What follows belongs to an exercise in optimizing a design on an open flow for small area, a short achievable clock period and few clock cycles; a production flow would make more cautious choices.
In this exercise RTL edits were held to simulation tests only and were not proved equivalent to the original.
No activity file was given, so power comes from the tool's default toggle rates.

## mcv_cal
module mcv_cal (
    input  wire        clk,
    input  wire        rst,
    input  wire        s_valid,
    output wire        s_ready,
    input  wire [1:0]  s_op,       
    input  wire [2:0]  s_conv,
    input  wire [27:0] s_data,
    output reg         o_valid,
    output reg         o_kind,     
    output reg  [2:0]  o_conv,
    output reg  [11:0] o_raw,
    output reg         o_clamp,
    output reg         o_ok,
    output reg  [15:0] o_gain,
    output reg  [11:0] o_offset
);
For scale: about 3,300 cells after synthesis, ~84 I/O pins.
==> flow/config.mk <==
export PLATFORM = sky130hd
export DESIGN_NAME = mcv_cal
export DESIGN_NICKNAME = mcv_cal
export VERILOG_FILES = /design/flow/design.v
export SDC_FILE = /design/flow/constraint.sdc
export NUM_CORES = 4
export LEC_CHECK = 0
export CAP_MARGIN = 20
export CORE_MARGIN = 2
export CORE_UTILIZATION = 40
export SLEW_MARGIN = 20
==> flow/constraint.sdc <==
create_clock -name core_clock -period 12.0 [get_ports {clk}]
set_input_delay 2.4000 -clock core_clock [delete_from_list [all_inputs] [get_ports {clk}]]
set_output_delay 2.4000 -clock core_clock [all_outputs]
set_load 0.01 [all_outputs]
standard.sh (not shown) runs the stock make flow with config.mk's settings and CLKGATE_MAP_FILE= SYNTH_SCRIPT=/design/flow/synth_recipe.tcl, a recipe that flattens the netlist after the stock synthesis.
==> flow/flow/run.sh <==
#!/bin/bash
# The standard layout (standard.sh: the standard synthesis and the ORFS
# steps with the standard flow's config.mk and constraint.sdc, unchanged), with two
# changes to how ORFS builds it:
# - repair_timing is asked to leave more setup slack than the default, so
#   that it also shortens paths that already meet the design's clock period;
# - the buffers that ORFS puts on every input and output port are buf_4
#   cells instead of the slow delay cells it picks by default.
set -euo pipefail
bash standard.sh SETUP_SLACK_MARGIN=8.5 \
    "BUFFER_PORTS_ARGS=-buffer_cell sky130_fd_sc_hd__buf_4" finish > run_make.log 2>&1
The baseline finished clean.
Testbench counts at the start, summed over its fixed seeds: cycles 19,150.
Change:
--- a/flow/design.v
+++ b/flow/design.v
@@ -609,31 +609,32 @@
     wire do_load = go & (a_op == OP_LOAD);     
     reg [17:0] dv_d;
     reg [16:0] dv_r;
     reg [3:0]  dv_ro;
     reg [4:0]  dv_n;
     reg        dv_okm;           
     reg [2:0]  dv_conv;
     wire [7:0] dv_sel = 8'd1 << dv_conv;
     reg [5:0]  dv_km;            
-    reg [3:0]  dv_mh;            
+    reg [15:0] dv_qg;            
+    reg [11:0] dv_qo;            
     wire        dv_k1   = (dv_n == 5'd0);
     wire [17:0] k_d     = dv_d - {1'b0, dv_r};
     wire [17:0] k_l     = k_d + 18'h6666;
     wire [21:0] k_m     = {2'b00, dv_r, 3'b000} - {4'd0, dv_d} + 22'd28679;
-    wire [17:0] g_t   = {dv_r, o_gain[15]};
+    wire [17:0] g_t   = {dv_r, dv_qg[15]};
     wire [18:0] g_s   = {1'b0, g_t} - {1'b0, dv_d};
     wire        g_q   = ~g_s[18];
-    wire [15:0] g_nxt = {o_gain[14:0], g_q};
-    wire [4:0]  f_t   = {dv_ro, dv_mh[3]};
+    wire [15:0] g_nxt = {dv_qg[14:0], g_q};
+    wire [4:0]  f_t   = {dv_ro, dv_qo[11]};
     wire        f_q   = (f_t >= 5'd14);
-    wire [11:0] f_nxt = {o_offset[10:0], f_q ^ (dv_n == 5'd5)};
-    wire        dv_k1b  = busy & dv_k1;
+    wire        f_on  = (dv_n >= 5'd5);
+    wire [11:0] f_nxt = {dv_qo[10:0], f_q ^ (dv_n == 5'd5)};
     wire        dv_last = (dv_n == 5'd16);
     wire        dv_wr   = busy & dv_last & dv_okm;
     reg        m_v;
     reg [2:0]  m_conv;
     reg [17:0] m_x;
     reg        m_g15;
     reg [7:0]  m_bo, m_bt, m_bn;     
     reg        p_v;
     reg [2:0]  p_conv;
@@ -704,43 +705,42 @@
             dv_d    <= {1'b0, c_hi};
             dv_r    <= r_lo;
             dv_conv <= a_conv;
             dv_n    <= 5'd0;
         end else begin
             dv_n <= dv_n + 5'd1;
             if (dv_k1) begin
                 dv_d     <= k_d;
                 dv_r     <= 17'h0B333;
+                dv_qg    <= k_l[16:1];
+                dv_ro    <= k_m[15:12];
+                dv_qo    <= k_m[11:0];
                 dv_km    <= k_m[21:16];
             end else begin
                 if (dv_n == 5'd1)
-                    dv_okm <= (dv_km == 6'd0) && ({dv_mh, o_offset} >= 16'd21504) &&
-                              ({dv_mh, o_offset} <= 16'd35853) &&
+                    dv_okm <= (dv_km == 6'd0) && ({dv_ro, dv_qo} >= 16'd21504) &&
+                              ({dv_ro, dv_qo} <= 16'd35853) &&
                               (dv_d >= 18'd89077) && (dv_d <= 18'd94589);
                 dv_r   <= g_q ? g_s[16:0] : g_t[16:0];
+                dv_qg  <= g_nxt;
+                if (f_on) begin
+                    dv_ro <= f_q ? (f_t - 5'd14) : f_t[3:0];
+                    dv_qo <= f_nxt;
+                end
             end
         end
         o_kind  <= ~p_v;
         o_conv  <= p_v ? p_conv : dv_conv;
         o_raw   <= m_neg ? 12'd0 : (m_big ? 12'd4095 : q_hi[12:1]);
         o_clamp <= m_neg | m_big;
         o_ok    <= dv_okm;
-        if (dv_k1b) begin
-            o_gain   <= k_l[16:1];
-            dv_ro    <= 4'd0;
-            dv_mh    <= k_m[15:12];
-            o_offset <= k_m[11:0];
-        end else begin
-            o_gain   <= g_nxt;
-            dv_ro    <= f_q ? (f_t - 5'd14) : f_t[3:0];
-            dv_mh    <= {dv_mh[2:0], o_offset[11]};
-            o_offset <= f_nxt;
-        end
+        o_gain  <= g_nxt;
+        o_offset <= f_nxt;
         ld <= ld_nx;
         em <= em_nx;
         hv <= hv_nx;
         lt <= lt_nx;
         if (rst) begin
             busy    <= 1'b0;
             rdy     <= 1'b1;
             m_v     <= 1'b0;
             p_v     <= 1'b0;
Utilization fell by 1.4 points.
Final area is about the same.
Synthesized cell count goes up by 1.2%.
Combinational power drops by 29%.
Critical path depth is unchanged.
Setup slack improves by 53 ps.
Worst hold slack hardly moves.
Die area rose by 2.4%.
Routed wire length drops by 2.0%.
Cell count went up by 0.53%.
Testbench counts after the change, summed over its fixed seeds: cycles 19,150.

* * *

mcv_cal with an RTL version that a note above also has.
Size: roughly 3,400 cells after synthesis, about 860 flip-flops, ~84 I/O pins.
==> flow/design.v (excerpt) <==
module mcv_cal (
    input  wire        clk,
    input  wire        rst,
    input  wire        s_valid,
    output wire        s_ready,
    input  wire [1:0]  s_op,       
    input  wire [2:0]  s_conv,
    input  wire [27:0] s_data,
    output reg         o_valid,
    output reg         o_kind,     
    output reg  [2:0]  o_conv,
    output reg  [11:0] o_raw,
    output reg         o_clamp,
    output reg         o_ok,
    output reg  [15:0] o_gain,
    output reg  [11:0] o_offset
);
==> flow/config.mk <==
export PLATFORM = sky130hd
export DESIGN_NAME = mcv_cal
export DESIGN_NICKNAME = mcv_cal
export VERILOG_FILES = /design/flow/design.v
export SDC_FILE = /design/flow/constraint.sdc
export NUM_CORES = 4
export LEC_CHECK = 0
export CAP_MARGIN = 20
export CORE_MARGIN = 2
export CORE_UTILIZATION = 40
export SLEW_MARGIN = 20
==> flow/constraint.sdc <==
create_clock -name core_clock -period 12.0 [get_ports {clk}]
set_input_delay 2.4000 -clock core_clock [delete_from_list [all_inputs] [get_ports {clk}]]
set_output_delay 2.4000 -clock core_clock [all_outputs]
set_load 0.01 [all_outputs]
run.sh (not shown) runs the stock make flow with config.mk's settings and CLKGATE_MAP_FILE= SYNTH_SCRIPT=/design/flow/synth_recipe.tcl, a recipe that flattens the netlist after the stock synthesis.
Stock flow here: none of the scripts above is used.
The first run completed without violations.
Testbench counts at the start, summed over its fixed seeds: cycles 19,150.
Rerun with:
--- a/flow/design.v
+++ b/flow/design.v
@@ -606,38 +606,37 @@
     wire do_hi   = do_cal & c_odd;             
     wire do_last = do_cal & |(a_sc & lt);      
     wire do_rst  = go & (a_op == OP_RESTART);  
     wire do_load = go & (a_op == OP_LOAD);     
     reg [17:0] dv_d;
     reg [16:0] dv_r;
     reg [3:0]  dv_ro;
     reg [4:0]  dv_n;
     reg        dv_okm;           
     reg [2:0]  dv_conv;
     wire [7:0] dv_sel = 8'd1 << dv_conv;
     reg [5:0]  dv_km;            
-    reg [15:0] dv_qg;            
-    reg [11:0] dv_qo;            
+    reg [3:0]  dv_mh;            
     wire        dv_k1   = (dv_n == 5'd0);
     wire [17:0] k_d     = dv_d - {1'b0, dv_r};
     wire [17:0] k_l     = k_d + 18'h6666;
     wire [21:0] k_m     = {2'b00, dv_r, 3'b000} - {4'd0, dv_d} + 22'd28679;
-    wire [17:0] g_t   = {dv_r, dv_qg[15]};
+    wire [17:0] g_t   = {dv_r, o_gain[15]};
     wire [18:0] g_s   = {1'b0, g_t} - {1'b0, dv_d};
     wire        g_q   = ~g_s[18];
-    wire [15:0] g_nxt = {dv_qg[14:0], g_q};
-    wire [4:0]  f_t   = {dv_ro, dv_qo[11]};
+    wire [15:0] g_nxt = {o_gain[14:0], g_q};
+    wire [4:0]  f_t   = {dv_ro, dv_mh[3]};
     wire        f_q   = (f_t >= 5'd14);
-    wire        f_on  = (dv_n >= 5'd5);
-    wire [11:0] f_nxt = {dv_qo[10:0], f_q ^ (dv_n == 5'd5)};
+    wire [11:0] f_nxt = {o_offset[10:0], f_q ^ (dv_n == 5'd5)};
+    wire        dv_k1b  = busy & dv_k1;
     wire        dv_last = (dv_n == 5'd16);
     wire        dv_wr   = busy & dv_last & dv_okm;
     reg        m_v;
     reg [2:0]  m_conv;
     reg [17:0] m_x;
     reg        m_g15;
     reg [7:0]  m_bo, m_bt, m_bn;     
     reg        p_v;
     reg [2:0]  p_conv;
     reg [22:0] p_a;
     reg [22:0] p_b;
     reg        p_c;
@@ -702,48 +701,49 @@
             end
         end
         if (!busy) begin
             dv_d    <= {1'b0, c_hi};
             dv_r    <= r_lo;
             dv_conv <= a_conv;
             dv_n    <= 5'd0;
         end else begin
             dv_n <= dv_n + 5'd1;
             if (dv_k1) begin
                 dv_d     <= k_d;
                 dv_r     <= 17'h0B333;
-                dv_qg    <= k_l[16:1];
-                dv_ro    <= k_m[15:12];
-                dv_qo    <= k_m[11:0];
                 dv_km    <= k_m[21:16];
             end else begin
                 if (dv_n == 5'd1)
-                    dv_okm <= (dv_km == 6'd0) && ({dv_ro, dv_qo} >= 16'd21504) &&
-                              ({dv_ro, dv_qo} <= 16'd35853) &&
+                    dv_okm <= (dv_km == 6'd0) && ({dv_mh, o_offset} >= 16'd21504) &&
+                              ({dv_mh, o_offset} <= 16'd35853) &&
                               (dv_d >= 18'd89077) && (dv_d <= 18'd94589);
                 dv_r   <= g_q ? g_s[16:0] : g_t[16:0];
-                dv_qg  <= g_nxt;
-                if (f_on) begin
-                    dv_ro <= f_q ? (f_t - 5'd14) : f_t[3:0];
-                    dv_qo <= f_nxt;
-                end
             end
         end
         o_kind  <= ~p_v;
         o_conv  <= p_v ? p_conv : dv_conv;
         o_raw   <= m_neg ? 12'd0 : (m_big ? 12'd4095 : q_hi[12:1]);
         o_clamp <= m_neg | m_big;
         o_ok    <= dv_okm;
-        o_gain  <= g_nxt;
-        o_offset <= f_nxt;
+        if (dv_k1b) begin
+            o_gain   <= k_l[16:1];
+            dv_ro    <= 4'd0;
+            dv_mh    <= k_m[15:12];
+            o_offset <= k_m[11:0];
+        end else begin
+            o_gain   <= g_nxt;
+            dv_ro    <= f_q ? (f_t - 5'd14) : f_t[3:0];
+            dv_mh    <= {dv_mh[2:0], o_offset[11]};
+            o_offset <= f_nxt;
+        end
         ld <= ld_nx;
         em <= em_nx;
         hv <= hv_nx;
         lt <= lt_nx;
         if (rst) begin
             busy    <= 1'b0;
             rdy     <= 1'b1;
             m_v     <= 1'b0;
             p_v     <= 1'b0;
             o_valid <= 1'b0;
         end else begin
             m_v     <= go & (a_op == OP_MEAS);
Outcome: Total power rises by 0.74%; design area fell by 2.4%; non-clock buffer count grows by 3; die area decreases by 2.3%; via count falls by 1.7%.
Testbench counts after the change, summed over its fixed seeds: cycles 19,150.

what the ideal ports hide:
The flow's constraints put no driver on any port. The routed layouts listed below were extracted and timed again, unchanged, in two steps.
Step 1 sets driving cells, clkbuf_16 on the clock port and buf_2 on the other inputs (assumed; they add their load-dependent delay and slew).
Step 2 times the ports against the registers' clock, not the clock port: input delays grow and output delays shrink by t, the midpoint of the rising clock arrivals with the driver on.
Three values: no drivers, after step 1, after step 2; two values: the first two.
run	t (ns)	setup WS [ns]	slew at the worst register clock pin (ns)	pins driven straight from the clock port
the first run of note 1	0.734	8.403 / 8.336 / 7.963	0.07 / 0.07	1
the second run of note 1	0.736	8.456 / 8.387 / 8.216	0.07 / 0.07	1
the first run of note 2	0.720	7.845 / 7.836 / 7.649	0.07 / 0.07	1
the second run of note 2	0.727	7.365 / 7.411 / 6.684	0.07 / 0.07	1
After both steps setup and hold are still met in every run listed. For the second run of note 2, which loses most, drivers alone change the setup slack by +0.046 ns; drivers and shift together by -0.681 ns.
